Background: an optimization exercise with open tools, aiming at small area, a short achievable clock period and few clock cycles per item. Do not read the settings as production practice.
At most, simulation tests tie the RTL to the original design; equivalence was not proved.

==> job 4055: inputs <==
==> flow/design.v (excerpt) <==
module aes_core (
    input  wire         clk,
    input  wire         rst,          
    input  wire         key_load,     
    input  wire         key_len256,   
    input  wire [255:0] key_in,
    input  wire         start,        
    input  wire         decrypt,      
    input  wire [127:0] din,
    output wire         ready,
    output reg          done,         
    output wire [127:0] dout
);
    localparam integer SW = 18;       
    localparam integer KW = 18;       
    function automatic [7:0] xtime(input [7:0] b);
        xtime = {b[6:0], 1'b0} ^ (b[7] ? 8'h1b : 8'h00);
    endfunction
    function automatic [31:0] mix_col_k(input [31:0] c, input [31:0] k);
        reg [7:0] a0, a1, a2, a3, t;
        begin
            a0 = c[31:24]; a1 = c[23:16]; a2 = c[15:8]; a3 = c[7:0];
            t = a0 ^ a1 ^ a2 ^ a3;
            mix_col_k[31:24] = (a0 ^ k[31:24]) ^ t ^ xtime(a0 ^ a1);
            mix_col_k[23:16] = (a1 ^ k[23:16]) ^ t ^ xtime(a1 ^ a2);
            mix_col_k[15:8]  = (a2 ^ k[15:8])  ^ t ^ xtime(a2 ^ a3);
            mix_col_k[7:0]   = (a3 ^ k[7:0])   ^ t ^ xtime(a3 ^ a0);
        end
    endfunction
    function automatic [31:0] pre_inv(input [31:0] c);
        reg [7:0] a0, a1, a2, a3, u, v;
        begin
            a0 = c[31:24]; a1 = c[23:16]; a2 = c[15:8]; a3 = c[7:0];
            u = xtime(xtime(a0 ^ a2));
            v = xtime(xtime(a1 ^ a3));
            pre_inv = {a0 ^ u, a1 ^ v, a2 ^ u, a3 ^ v};
        end
    endfunction
  ...
export LEC_CHECK = 0
export CAP_MARGIN = 20
export CORE_MARGIN = 2
export CORE_UTILIZATION = 50
export SLEW_MARGIN = 20
create_clock -name core_clock -period 12.0 [get_ports {clk}]
standard.sh (not shown) runs the stock make flow with config.mk's settings and CLKGATE_MAP_FILE= SYNTH_SCRIPT=/design/flow/synth_recipe.tcl, a recipe that flattens the netlist after the stock synthesis.
==> flow/flow/run.sh <==
#!/bin/bash
# Layout flow: the standard flow (standard synthesis, floorplan, placement,
# CTS, routing) unchanged, except that timing repair aims for a setup slack of
# SETUP_SLACK_MARGIN ns (from flow/margin) instead of 0 against the 12 ns clock,
# so that the tools size and buffer the design for a shorter period.
set -euo pipefail
MARGIN=$(cat flow/margin)
echo "setup margin $MARGIN" > run.log
bash standard.sh SETUP_SLACK_MARGIN="$MARGIN" finish > standard.log 2>&1
echo "done" >> run.log
==> flow/flow/margin <==
8
==> job 140 (differences from job 4055) <==
--- a/flow/design.v
+++ b/flow/design.v
@@ -115,11 +115,10 @@
     assign m = {M46, M47, M48, M49, M50, M51, M52, M53, M54, M55, M56, M57, M58, M59, M60, M61, M62, M63};
 endmodule
 module aes_sbox_ed_b (
     input  wire [17:0] m,
     input  wire        dec,
-    input  wire [7:0]  k,
     output wire [7:0]  y
 );
     wire L0, L1, L2, L3, L4, L5, L6, L7, L8, L9, L10, L11, L12, L13, L14, L15, L16, L17, L18, L19, L20, L21, L22, L23, L24, L25, L26, L27, L28, L29, M46, M47, M48, M49, M50, M51, M52, M53, M54, M55, M56, M57, M58, M59, M60, M61, M62, M63;
     assign {M46, M47, M48, M49, M50, M51, M52, M53, M54, M55, M56, M57, M58, M59, M60, M61, M62, M63} = m;
     assign L0 = M61 ^ M62;
@@ -160,18 +159,18 @@
     assign yf[3] = L20 ^ L22;
     assign yf[2] = L25 ^ L29;
     assign yf[1] = ~(L13 ^ L27);
     assign yf[0] = ~(L6 ^ L23);
     wire [7:0] yi;
-    assign yi[7] = M49 ^ M51 ^ M52 ^ M54 ^ M58 ^ M59 ^ M61 ^ M62 ^ k[7];
-    assign yi[6] = M47 ^ M48 ^ M49 ^ M50 ^ M52 ^ M54 ^ M55 ^ M56 ^ M59 ^ M60 ^ M61 ^ M63 ^ k[6];
-    assign yi[5] = M47 ^ M48 ^ M49 ^ M50 ^ M52 ^ M54 ^ M56 ^ M57 ^ M58 ^ M60 ^ M61 ^ M62 ^ k[5];
-    assign yi[4] = M46 ^ M48 ^ M52 ^ M54 ^ M58 ^ M59 ^ M61 ^ M62 ^ k[4];
-    assign yi[3] = M46 ^ M48 ^ M50 ^ M51 ^ M52 ^ M53 ^ M56 ^ M57 ^ M58 ^ M59 ^ M61 ^ M63 ^ k[3];
-    assign yi[2] = M46 ^ M47 ^ M50 ^ M51 ^ M52 ^ M54 ^ M58 ^ M59 ^ M61 ^ M62 ^ k[2];
-    assign yi[1] = M49 ^ M50 ^ M52 ^ M53 ^ M58 ^ M59 ^ M61 ^ M62 ^ k[1];
-    assign yi[0] = M55 ^ M57 ^ M61 ^ M63 ^ k[0];
+    assign yi[7] = M49 ^ M51 ^ M52 ^ M54 ^ M58 ^ M59 ^ M61 ^ M62;
+    assign yi[6] = M47 ^ M48 ^ M49 ^ M50 ^ M52 ^ M54 ^ M55 ^ M56 ^ M59 ^ M60 ^ M61 ^ M63;
+    assign yi[5] = M47 ^ M48 ^ M49 ^ M50 ^ M52 ^ M54 ^ M56 ^ M57 ^ M58 ^ M60 ^ M61 ^ M62;
+    assign yi[4] = M46 ^ M48 ^ M52 ^ M54 ^ M58 ^ M59 ^ M61 ^ M62;
+    assign yi[3] = M46 ^ M48 ^ M50 ^ M51 ^ M52 ^ M53 ^ M56 ^ M57 ^ M58 ^ M59 ^ M61 ^ M63;
+    assign yi[2] = M46 ^ M47 ^ M50 ^ M51 ^ M52 ^ M54 ^ M58 ^ M59 ^ M61 ^ M62;
+    assign yi[1] = M49 ^ M50 ^ M52 ^ M53 ^ M58 ^ M59 ^ M61 ^ M62;
+    assign yi[0] = M55 ^ M57 ^ M61 ^ M63;
     assign y = dec ? yi : yf;
 endmodule
 module aes_sbox_f_a (
     input  wire [7:0]  a,
     output wire [17:0] m
@@ -341,19 +340,19 @@
     localparam integer SW = 18;       
     localparam integer KW = 18;       
     function automatic [7:0] xtime(input [7:0] b);
         xtime = {b[6:0], 1'b0} ^ (b[7] ? 8'h1b : 8'h00);
     endfunction
-    function automatic [31:0] mix_col_k(input [31:0] c, input [31:0] k);
+    function automatic [31:0] mix_col(input [31:0] c);
         reg [7:0] a0, a1, a2, a3, t;
         begin
             a0 = c[31:24]; a1 = c[23:16]; a2 = c[15:8]; a3 = c[7:0];
             t = a0 ^ a1 ^ a2 ^ a3;
-            mix_col_k[31:24] = (a0 ^ k[31:24]) ^ t ^ xtime(a0 ^ a1);
-            mix_col_k[23:16] = (a1 ^ k[23:16]) ^ t ^ xtime(a1 ^ a2);
-            mix_col_k[15:8]  = (a2 ^ k[15:8])  ^ t ^ xtime(a2 ^ a3);
-            mix_col_k[7:0]   = (a3 ^ k[7:0])   ^ t ^ xtime(a3 ^ a0);
+            mix_col[31:24] = a0 ^ t ^ xtime(a0 ^ a1);
+            mix_col[23:16] = a1 ^ t ^ xtime(a1 ^ a2);
+            mix_col[15:8]  = a2 ^ t ^ xtime(a2 ^ a3);
+            mix_col[7:0]   = a3 ^ t ^ xtime(a3 ^ a0);
         end
     endfunction
     function automatic [31:0] pre_inv(input [31:0] c);
         reg [7:0] a0, a1, a2, a3, u, v;
         begin
@@ -381,19 +380,16 @@
     reg  [255:0] k0;           
     reg  [255:0] klast;        
     reg          kl_valid;     
     reg          cur_k256;     
     reg          sreg;         
-    reg  [2:0]   sregc;
     reg          preg;         
     reg          dreg;
     reg  [127:0] din_r;
     reg          ready_r;
     reg  [127:0] dout_r;
     reg          v0, d0, k2560, x0, p0, c0;
-    reg  [3:0]   dc0;
-    reg          kd1280;
     reg  [3:0]   r0;
     reg  [127:0] s0;
     reg  [255:0] w0;
     reg          v1, d1, k2561, x1, p1, c1, l1;
     reg          kdec1, krot1, dnl1;
@@ -411,20 +407,20 @@
         for (gi = 0; gi < 16; gi = gi + 1) begin : g_a
             localparam integer R  = gi % 4;
             localparam integer C  = gi / 4;
             localparam integer FW = 4 * ((C + R) % 4) + R;       
             localparam integer BW = 4 * ((C + 4 - R) % 4) + R;   
-            assign sh[127 - 8*gi -: 8] = dc0[C] ? s0[127 - 8*BW -: 8] : s0[127 - 8*FW -: 8];
+            assign sh[127 - 8*gi -: 8] = d0 ? s0[127 - 8*BW -: 8] : s0[127 - 8*FW -: 8];
             aes_sbox_ed_a u_sa (
                 .a   (sh[127 - 8*gi -: 8]),
-                .dec (dc0[C]),
+                .dec (d0),
                 .m   (m_a[SW*gi +: SW])
             );
         end
     endgenerate
     wire        kdec_a = d0 && !x0;                  
-    wire [31:0] ks_in  = w0[31:0] ^ (kd1280 ? w0[63:32] : 32'h0);
+    wire [31:0] ks_in  = w0[31:0] ^ ((kdec_a && !k2560) ? w0[63:32] : 32'h0);
     wire [KW*4-1:0] km_a;
     generate
         for (gi = 0; gi < 4; gi = gi + 1) begin : g_ka
             aes_sbox_f_a u_ka (
                 .a (ks_in[31 - 8*gi -: 8]),
@@ -458,46 +454,46 @@
     wire [31:0]  ka0 = ka[127:96], ka1 = ka[95:64], ka2 = ka[63:32], ka3 = ka[31:0];
     wire [127:0] kn = kdec1 ? {ka0 ^ kg, ka1 ^ ka0, ka2 ^ ka1, ka3 ^ ka2}
                             : {ka0 ^ kg, ka0 ^ ka1 ^ kg, ka0 ^ ka1 ^ ka2 ^ kg, ka0 ^ ka1 ^ ka2 ^ ka3 ^ kg};
     wire [255:0] wn = {w1[127:0], kn};
     wire [127:0] rk = w1[127:0];               
-    wire [127:0] t;
+    wire [127:0] sb;
     generate
         for (gi = 0; gi < 16; gi = gi + 1) begin : g_b
             aes_sbox_ed_b u_sb (
                 .m   (m1[SW*gi +: SW]),
                 .dec (d1),
-                .k   (rk[127 - 8*gi -: 8]),
-                .y   (t[127 - 8*gi -: 8])
+                .y   (sb[127 - 8*gi -: 8])
             );
         end
     endgenerate
-    wire [127:0] rke = d1 ? 128'h0 : rk;
+    wire [127:0] t  = d1 ? (sb ^ rk) : sb;
     wire [127:0] tp, tm;
     generate
         for (gi = 0; gi < 4; gi = gi + 1) begin : g_mix
             assign tp[127 - 32*gi -: 32] = pre_inv(t[127 - 32*gi -: 32]);
         end
     endgenerate
     wire [127:0] u  = dnl1 ? tp : t;
     generate
         for (gi = 0; gi < 4; gi = gi + 1) begin : g_mix2
-            assign tm[127 - 32*gi -: 32] = mix_col_k(u[127 - 32*gi -: 32], rke[127 - 32*gi -: 32]);
+            assign tm[127 - 32*gi -: 32] = mix_col(u[127 - 32*gi -: 32]);
         end
     endgenerate
-    wire [127:0] y  = l1 ? (u ^ rke) : tm;
+    wire [127:0] vv = l1 ? u : tm;
+    wire [127:0] y  = d1 ? vv : (vv ^ rk);
     wire fin      = v1 && l1 && !p1;             
     wire res      = fin && !x1;                  
     wire expdone  = fin && x1;                   
     wire prepdone = v1 && p1;                    
     wire park     = sreg && dreg && !kl_valid;   
     wire acc_k    = key_load && ready_r && !rst;
     wire acc_s    = start && ready_r && !rst;
     wire clr_cap  = acc_k || park;
     wire capture  = res && !d1 && c1 && !clr_cap;
     wire [255:0] kl_new = {w1[127:0], w1[255:128]};
-    wire [255:0] wnew = (dreg && kl_valid) ? klast : k0;    
+    wire [255:0] wnew = (dreg && kl_valid) ? klast : k0;
     reg          v0n, d0n, k0n, x0n, p0n, c0n;
     reg  [3:0]   r0n;
     always @(*) begin
         if (sreg) begin
             v0n = 1'b1; d0n = dreg; k0n = cur_k256; x0n = park; p0n = 1'b0;
@@ -525,13 +521,12 @@
     wire park_n      = sregn && decrypt && !klvn;
     wire prep_n      = pregn || (v0n && p0n);
     wire order_n     = v1n && !l_next && (k2560 != k256n);
     always @(posedge clk) begin
         sreg    <= sregn;
-        sregc   <= {(start && ready_r) || rst, start && ready_r, (start && ready_r && !key_load) || rst};
         preg    <= pregn;
-        dreg    <= decrypt && start && ready_r;
+        dreg    <= decrypt;
         din_r   <= din;
         ready_r <= slotfree_n && !pend_n && !park_n && !prep_n && !order_n;
         if (acc_k) begin
             k0       <= key_len256 ? key_in : {key_in[255:128], key_in[255:128]};
             cur_k256 <= key_len256;
@@ -556,33 +551,28 @@
         w1    <= w0;
         dout_r <= y;
         done   <= res && !rst;
         v0     <= v0n;
         d0     <= d0n;
-        dc0    <= {d0n & v0n, d0n | !v0n, d0n ^ !v0n, d0n};
-        kd1280 <= d0n && !x0n && !k0n;
         k2560  <= k0n;
         x0     <= x0n;
         p0     <= p0n;
         c0     <= c0n;
         r0     <= r0n;
-        if (sregc[2])
+        if (sreg) begin
             s0 <= din_r ^ wnew[255:128];
-        else if (expdone)
+            w0 <= wnew;
+        end else if (preg) begin
+            s0 <= y;
+            w0 <= k0;
+        end else if (expdone) begin
             s0 <= klast[127:0] ^ rk;
-        else
+            w0 <= kl_new;
+        end else begin
             s0 <= y;
-        if (sregc[1] || preg)
-            w0[255:128] <= wnew[255:128];
-        else
-            w0[255:128] <= w1[127:0];
-        if (sregc[0] || preg)
-            w0[127:0] <= wnew[127:0];
-        else if (expdone)
-            w0[127:0] <= w1[255:128];
-        else
-            w0[127:0] <= kn;
+            w0 <= wn;
+        end
         if (park) begin
             klast[127:0] <= din_r;
         end else if (capture || expdone) begin
             klast <= kl_new;
         end
==> flow/config.mk (replaced) <==
export PLATFORM = sky130hd
export DESIGN_NAME = aes_core
export DESIGN_NICKNAME = aes_core
export VERILOG_FILES = /design/flow/design.v
export SDC_FILE = /design/flow/constraint.sdc
export NUM_CORES = 8
export LEC_CHECK = 0
export CAP_MARGIN = 30
export CORE_MARGIN = 2
export CORE_UTILIZATION = 30
export SLEW_MARGIN = 30
==> job 3508 (differences from job 4055) <==
--- a/flow/design.v
+++ b/flow/design.v
@@ -115,11 +115,10 @@
     assign m = {M46, M47, M48, M49, M50, M51, M52, M53, M54, M55, M56, M57, M58, M59, M60, M61, M62, M63};
 endmodule
 module aes_sbox_ed_b (
     input  wire [17:0] m,
     input  wire        dec,
-    input  wire [7:0]  k,
     output wire [7:0]  y
 );
     wire L0, L1, L2, L3, L4, L5, L6, L7, L8, L9, L10, L11, L12, L13, L14, L15, L16, L17, L18, L19, L20, L21, L22, L23, L24, L25, L26, L27, L28, L29, M46, M47, M48, M49, M50, M51, M52, M53, M54, M55, M56, M57, M58, M59, M60, M61, M62, M63;
     assign {M46, M47, M48, M49, M50, M51, M52, M53, M54, M55, M56, M57, M58, M59, M60, M61, M62, M63} = m;
     assign L0 = M61 ^ M62;
@@ -160,18 +159,18 @@
     assign yf[3] = L20 ^ L22;
     assign yf[2] = L25 ^ L29;
     assign yf[1] = ~(L13 ^ L27);
     assign yf[0] = ~(L6 ^ L23);
     wire [7:0] yi;
-    assign yi[7] = M49 ^ M51 ^ M52 ^ M54 ^ M58 ^ M59 ^ M61 ^ M62 ^ k[7];
-    assign yi[6] = M47 ^ M48 ^ M49 ^ M50 ^ M52 ^ M54 ^ M55 ^ M56 ^ M59 ^ M60 ^ M61 ^ M63 ^ k[6];
-    assign yi[5] = M47 ^ M48 ^ M49 ^ M50 ^ M52 ^ M54 ^ M56 ^ M57 ^ M58 ^ M60 ^ M61 ^ M62 ^ k[5];
-    assign yi[4] = M46 ^ M48 ^ M52 ^ M54 ^ M58 ^ M59 ^ M61 ^ M62 ^ k[4];
-    assign yi[3] = M46 ^ M48 ^ M50 ^ M51 ^ M52 ^ M53 ^ M56 ^ M57 ^ M58 ^ M59 ^ M61 ^ M63 ^ k[3];
-    assign yi[2] = M46 ^ M47 ^ M50 ^ M51 ^ M52 ^ M54 ^ M58 ^ M59 ^ M61 ^ M62 ^ k[2];
-    assign yi[1] = M49 ^ M50 ^ M52 ^ M53 ^ M58 ^ M59 ^ M61 ^ M62 ^ k[1];
-    assign yi[0] = M55 ^ M57 ^ M61 ^ M63 ^ k[0];
+    assign yi[7] = M49 ^ M51 ^ M52 ^ M54 ^ M58 ^ M59 ^ M61 ^ M62;
+    assign yi[6] = M47 ^ M48 ^ M49 ^ M50 ^ M52 ^ M54 ^ M55 ^ M56 ^ M59 ^ M60 ^ M61 ^ M63;
+    assign yi[5] = M47 ^ M48 ^ M49 ^ M50 ^ M52 ^ M54 ^ M56 ^ M57 ^ M58 ^ M60 ^ M61 ^ M62;
+    assign yi[4] = M46 ^ M48 ^ M52 ^ M54 ^ M58 ^ M59 ^ M61 ^ M62;
+    assign yi[3] = M46 ^ M48 ^ M50 ^ M51 ^ M52 ^ M53 ^ M56 ^ M57 ^ M58 ^ M59 ^ M61 ^ M63;
+    assign yi[2] = M46 ^ M47 ^ M50 ^ M51 ^ M52 ^ M54 ^ M58 ^ M59 ^ M61 ^ M62;
+    assign yi[1] = M49 ^ M50 ^ M52 ^ M53 ^ M58 ^ M59 ^ M61 ^ M62;
+    assign yi[0] = M55 ^ M57 ^ M61 ^ M63;
     assign y = dec ? yi : yf;
 endmodule
 module aes_sbox_f_a (
     input  wire [7:0]  a,
     output wire [17:0] m
@@ -341,19 +340,19 @@
     localparam integer SW = 18;       
     localparam integer KW = 18;       
     function automatic [7:0] xtime(input [7:0] b);
         xtime = {b[6:0], 1'b0} ^ (b[7] ? 8'h1b : 8'h00);
     endfunction
-    function automatic [31:0] mix_col_k(input [31:0] c, input [31:0] k);
+    function automatic [31:0] mix_col(input [31:0] c);
         reg [7:0] a0, a1, a2, a3, t;
         begin
             a0 = c[31:24]; a1 = c[23:16]; a2 = c[15:8]; a3 = c[7:0];
             t = a0 ^ a1 ^ a2 ^ a3;
-            mix_col_k[31:24] = (a0 ^ k[31:24]) ^ t ^ xtime(a0 ^ a1);
-            mix_col_k[23:16] = (a1 ^ k[23:16]) ^ t ^ xtime(a1 ^ a2);
-            mix_col_k[15:8]  = (a2 ^ k[15:8])  ^ t ^ xtime(a2 ^ a3);
-            mix_col_k[7:0]   = (a3 ^ k[7:0])   ^ t ^ xtime(a3 ^ a0);
+            mix_col[31:24] = a0 ^ t ^ xtime(a0 ^ a1);
+            mix_col[23:16] = a1 ^ t ^ xtime(a1 ^ a2);
+            mix_col[15:8]  = a2 ^ t ^ xtime(a2 ^ a3);
+            mix_col[7:0]   = a3 ^ t ^ xtime(a3 ^ a0);
         end
     endfunction
     function automatic [31:0] pre_inv(input [31:0] c);
         reg [7:0] a0, a1, a2, a3, u, v;
         begin
@@ -381,19 +380,16 @@
     reg  [255:0] k0;           
     reg  [255:0] klast;        
     reg          kl_valid;     
     reg          cur_k256;     
     reg          sreg;         
-    reg  [2:0]   sregc;
     reg          preg;         
     reg          dreg;
     reg  [127:0] din_r;
     reg          ready_r;
     reg  [127:0] dout_r;
     reg          v0, d0, k2560, x0, p0, c0;
-    reg  [3:0]   dc0;
-    reg          kd1280;
     reg  [3:0]   r0;
     reg  [127:0] s0;
     reg  [255:0] w0;
     reg          v1, d1, k2561, x1, p1, c1, l1;
     reg          kdec1, krot1, dnl1;
@@ -411,20 +407,20 @@
         for (gi = 0; gi < 16; gi = gi + 1) begin : g_a
             localparam integer R  = gi % 4;
             localparam integer C  = gi / 4;
             localparam integer FW = 4 * ((C + R) % 4) + R;       
             localparam integer BW = 4 * ((C + 4 - R) % 4) + R;   
-            assign sh[127 - 8*gi -: 8] = dc0[C] ? s0[127 - 8*BW -: 8] : s0[127 - 8*FW -: 8];
+            assign sh[127 - 8*gi -: 8] = d0 ? s0[127 - 8*BW -: 8] : s0[127 - 8*FW -: 8];
             aes_sbox_ed_a u_sa (
                 .a   (sh[127 - 8*gi -: 8]),
-                .dec (dc0[C]),
+                .dec (d0),
                 .m   (m_a[SW*gi +: SW])
             );
         end
     endgenerate
     wire        kdec_a = d0 && !x0;                  
-    wire [31:0] ks_in  = w0[31:0] ^ (kd1280 ? w0[63:32] : 32'h0);
+    wire [31:0] ks_in  = w0[31:0] ^ ((kdec_a && !k2560) ? w0[63:32] : 32'h0);
     wire [KW*4-1:0] km_a;
     generate
         for (gi = 0; gi < 4; gi = gi + 1) begin : g_ka
             aes_sbox_f_a u_ka (
                 .a (ks_in[31 - 8*gi -: 8]),
@@ -458,46 +454,46 @@
     wire [31:0]  ka0 = ka[127:96], ka1 = ka[95:64], ka2 = ka[63:32], ka3 = ka[31:0];
     wire [127:0] kn = kdec1 ? {ka0 ^ kg, ka1 ^ ka0, ka2 ^ ka1, ka3 ^ ka2}
                             : {ka0 ^ kg, ka0 ^ ka1 ^ kg, ka0 ^ ka1 ^ ka2 ^ kg, ka0 ^ ka1 ^ ka2 ^ ka3 ^ kg};
     wire [255:0] wn = {w1[127:0], kn};
     wire [127:0] rk = w1[127:0];               
-    wire [127:0] t;
+    wire [127:0] sb;
     generate
         for (gi = 0; gi < 16; gi = gi + 1) begin : g_b
             aes_sbox_ed_b u_sb (
                 .m   (m1[SW*gi +: SW]),
                 .dec (d1),
-                .k   (rk[127 - 8*gi -: 8]),
-                .y   (t[127 - 8*gi -: 8])
+                .y   (sb[127 - 8*gi -: 8])
             );
         end
     endgenerate
-    wire [127:0] rke = d1 ? 128'h0 : rk;
+    wire [127:0] t  = d1 ? (sb ^ rk) : sb;
     wire [127:0] tp, tm;
     generate
         for (gi = 0; gi < 4; gi = gi + 1) begin : g_mix
             assign tp[127 - 32*gi -: 32] = pre_inv(t[127 - 32*gi -: 32]);
         end
     endgenerate
     wire [127:0] u  = dnl1 ? tp : t;
     generate
         for (gi = 0; gi < 4; gi = gi + 1) begin : g_mix2
-            assign tm[127 - 32*gi -: 32] = mix_col_k(u[127 - 32*gi -: 32], rke[127 - 32*gi -: 32]);
+            assign tm[127 - 32*gi -: 32] = mix_col(u[127 - 32*gi -: 32]);
         end
     endgenerate
-    wire [127:0] y  = l1 ? (u ^ rke) : tm;
+    wire [127:0] vv = l1 ? u : tm;
+    wire [127:0] y  = d1 ? vv : (vv ^ rk);
     wire fin      = v1 && l1 && !p1;             
     wire res      = fin && !x1;                  
     wire expdone  = fin && x1;                   
     wire prepdone = v1 && p1;                    
     wire park     = sreg && dreg && !kl_valid;   
     wire acc_k    = key_load && ready_r && !rst;
     wire acc_s    = start && ready_r && !rst;
     wire clr_cap  = acc_k || park;
     wire capture  = res && !d1 && c1 && !clr_cap;
     wire [255:0] kl_new = {w1[127:0], w1[255:128]};
-    wire [255:0] wnew = (dreg && kl_valid) ? klast : k0;    
+    wire [255:0] wnew = (dreg && kl_valid) ? klast : k0;
     reg          v0n, d0n, k0n, x0n, p0n, c0n;
     reg  [3:0]   r0n;
     always @(*) begin
         if (sreg) begin
             v0n = 1'b1; d0n = dreg; k0n = cur_k256; x0n = park; p0n = 1'b0;
@@ -525,13 +521,12 @@
     wire park_n      = sregn && decrypt && !klvn;
     wire prep_n      = pregn || (v0n && p0n);
     wire order_n     = v1n && !l_next && (k2560 != k256n);
     always @(posedge clk) begin
         sreg    <= sregn;
-        sregc   <= {(start && ready_r) || rst, start && ready_r, (start && ready_r && !key_load) || rst};
         preg    <= pregn;
-        dreg    <= decrypt && start && ready_r;
+        dreg    <= decrypt;
         din_r   <= din;
         ready_r <= slotfree_n && !pend_n && !park_n && !prep_n && !order_n;
         if (acc_k) begin
             k0       <= key_len256 ? key_in : {key_in[255:128], key_in[255:128]};
             cur_k256 <= key_len256;
@@ -556,33 +551,27 @@
         w1    <= w0;
         dout_r <= y;
         done   <= res && !rst;
         v0     <= v0n;
         d0     <= d0n;
-        dc0    <= {d0n & v0n, d0n | !v0n, d0n ^ !v0n, d0n};
-        kd1280 <= d0n && !x0n && !k0n;
         k2560  <= k0n;
         x0     <= x0n;
         p0     <= p0n;
         c0     <= c0n;
         r0     <= r0n;
-        if (sregc[2])
+        if (sreg) begin
             s0 <= din_r ^ wnew[255:128];
-        else if (expdone)
+            w0 <= wnew;
+        end else if (preg) begin
+            w0 <= k0;
+        end else if (expdone) begin
             s0 <= klast[127:0] ^ rk;
-        else
+            w0 <= kl_new;
+        end else begin
             s0 <= y;
-        if (sregc[1] || preg)
-            w0[255:128] <= wnew[255:128];
-        else
-            w0[255:128] <= w1[127:0];
-        if (sregc[0] || preg)
-            w0[127:0] <= wnew[127:0];
-        else if (expdone)
-            w0[127:0] <= w1[255:128];
-        else
-            w0[127:0] <= kn;
+            w0 <= wn;
+        end
         if (park) begin
             klast[127:0] <= din_r;
         end else if (capture || expdone) begin
             klast <= kl_new;
         end
==> flow/flow/margin (replaced) <==
6.5
==> flow/config.mk (replaced) <==
export PLATFORM = sky130hd
export DESIGN_NAME = aes_core
export DESIGN_NICKNAME = aes_core
export VERILOG_FILES = /design/flow/design.v
export SDC_FILE = /design/flow/constraint.sdc
export NUM_CORES = 8
export LEC_CHECK = 0
export CAP_MARGIN = 30
export CORE_MARGIN = 2
export CORE_UTILIZATION = 30
export SLEW_MARGIN = 30
==> comparison table <==
Post-detailed-placement cell area: job 4055 115,000 µm²; job 3508 125,000 µm²; job 140 121,000 µm²
Pin slew with the least headroom to its limit: job 4055 1.25 ns; job 3508 1.17 ns; job 140 1.30 ns
Met2 track demand over resource in global routing: job 4055 57.4%; job 3508 36.7%; job 140 38.5%
First-pass detailed-route iteration total: job 4055 6; job 3508 8; job 140 8
Post-layout worst setup margin: job 4055 7.78 ns; job 3508 6.38 ns; job 140 7.59 ns
Fraction of final layout cells sized beyond drive strength 1: job 4055 21.8%; job 3508 8.01%; job 140 32.5%
Fraction of standard cell area in multi-input logic: job 4055 52.5%; job 3508 52.0%; job 140 52.5%
CTS Buffer Depth: job 4055 3; job 3508 4; job 140 4
Number of multi-input logic gates: job 4055 8,083; job 3508 8,602; job 140 8,547
Met3 wirelength from detailed routing: job 4055 53,800 µm; job 3508 37,800 µm; job 140 51,300 µm
Run status: job 4055 timing/DRC/antenna clean; job 3508 timing/DRC/antenna clean; job 140 timing/DRC/antenna clean
Number of cells in the finished layout apart from fillers: job 4055 14,500; job 3508 16,700; job 140 17,800
Area share of the largest cell type after synthesis: job 4055 24.5%; job 3508 20.5%; job 140 23.5%
Startpoint of the worst setup timing path: job 4055 dnl1; job 3508 d1; job 140 l1
Average vias per placed instance: job 4055 5.76; job 3508 5.10; job 140 5.24
Sequential element share of the synthesized area: job 4055 38.9%; job 3508 37.4%; job 140 37.5%
Worst hold slack after final layout: job 4055 0.311 ns; job 3508 0.289 ns; job 140 0.286 ns
Highest fanout seen on the critical path: job 4055 27; job 3508 43; job 140 72
Startpoint of the lowest-slack register-to-register path: job 4055 dnl1; job 3508 d1; job 140 l1
Testbench counts of job 4055, summed over its fixed seeds: cycles 10,301, blocks 768.
Testbench counts of job 140, summed over its fixed seeds: cycles 10,301, blocks 768.
For job 3508, only the layout was checked, not whether the RTL still works.

[afterwards: timing with drivers on the ports]
How much do the figures lean on ideal ports? The routed layouts below were timed once more, with nothing changed but the port constraints. Step 1: set_driving_cell puts a clkbuf_16 on clk and a buf_2 on each other input, an assumption about the parent block. Step 2, shift: input delay + t, output delay - t, t = (earliest + latest rising clock arrival at the registers) / 2. This alone moves slack from input paths to output paths. Slacks: no drivers / after step 1 / after step 2; pairs: no drivers / after step 1.
run	shift t [ns]	slack for setup (ns)	latest minus earliest clock arrival (ns)	slew at the worst register clock pin (ns)
job 4055	0.936	7.783 / 7.783 / 7.102	0.099 / 0.098	0.08 / 0.08
job 140	0.989	7.585 / 7.585 / 7.076	0.080 / 0.080	0.08 / 0.08
job 3508	1.011	6.380 / 6.380 / 6.037	0.090 / 0.090	0.08 / 0.08
After both steps setup and hold are still met in every run listed. For job 4055, which loses most, drivers alone change the setup slack by 0.000 ns; drivers and shift together by -0.681 ns.
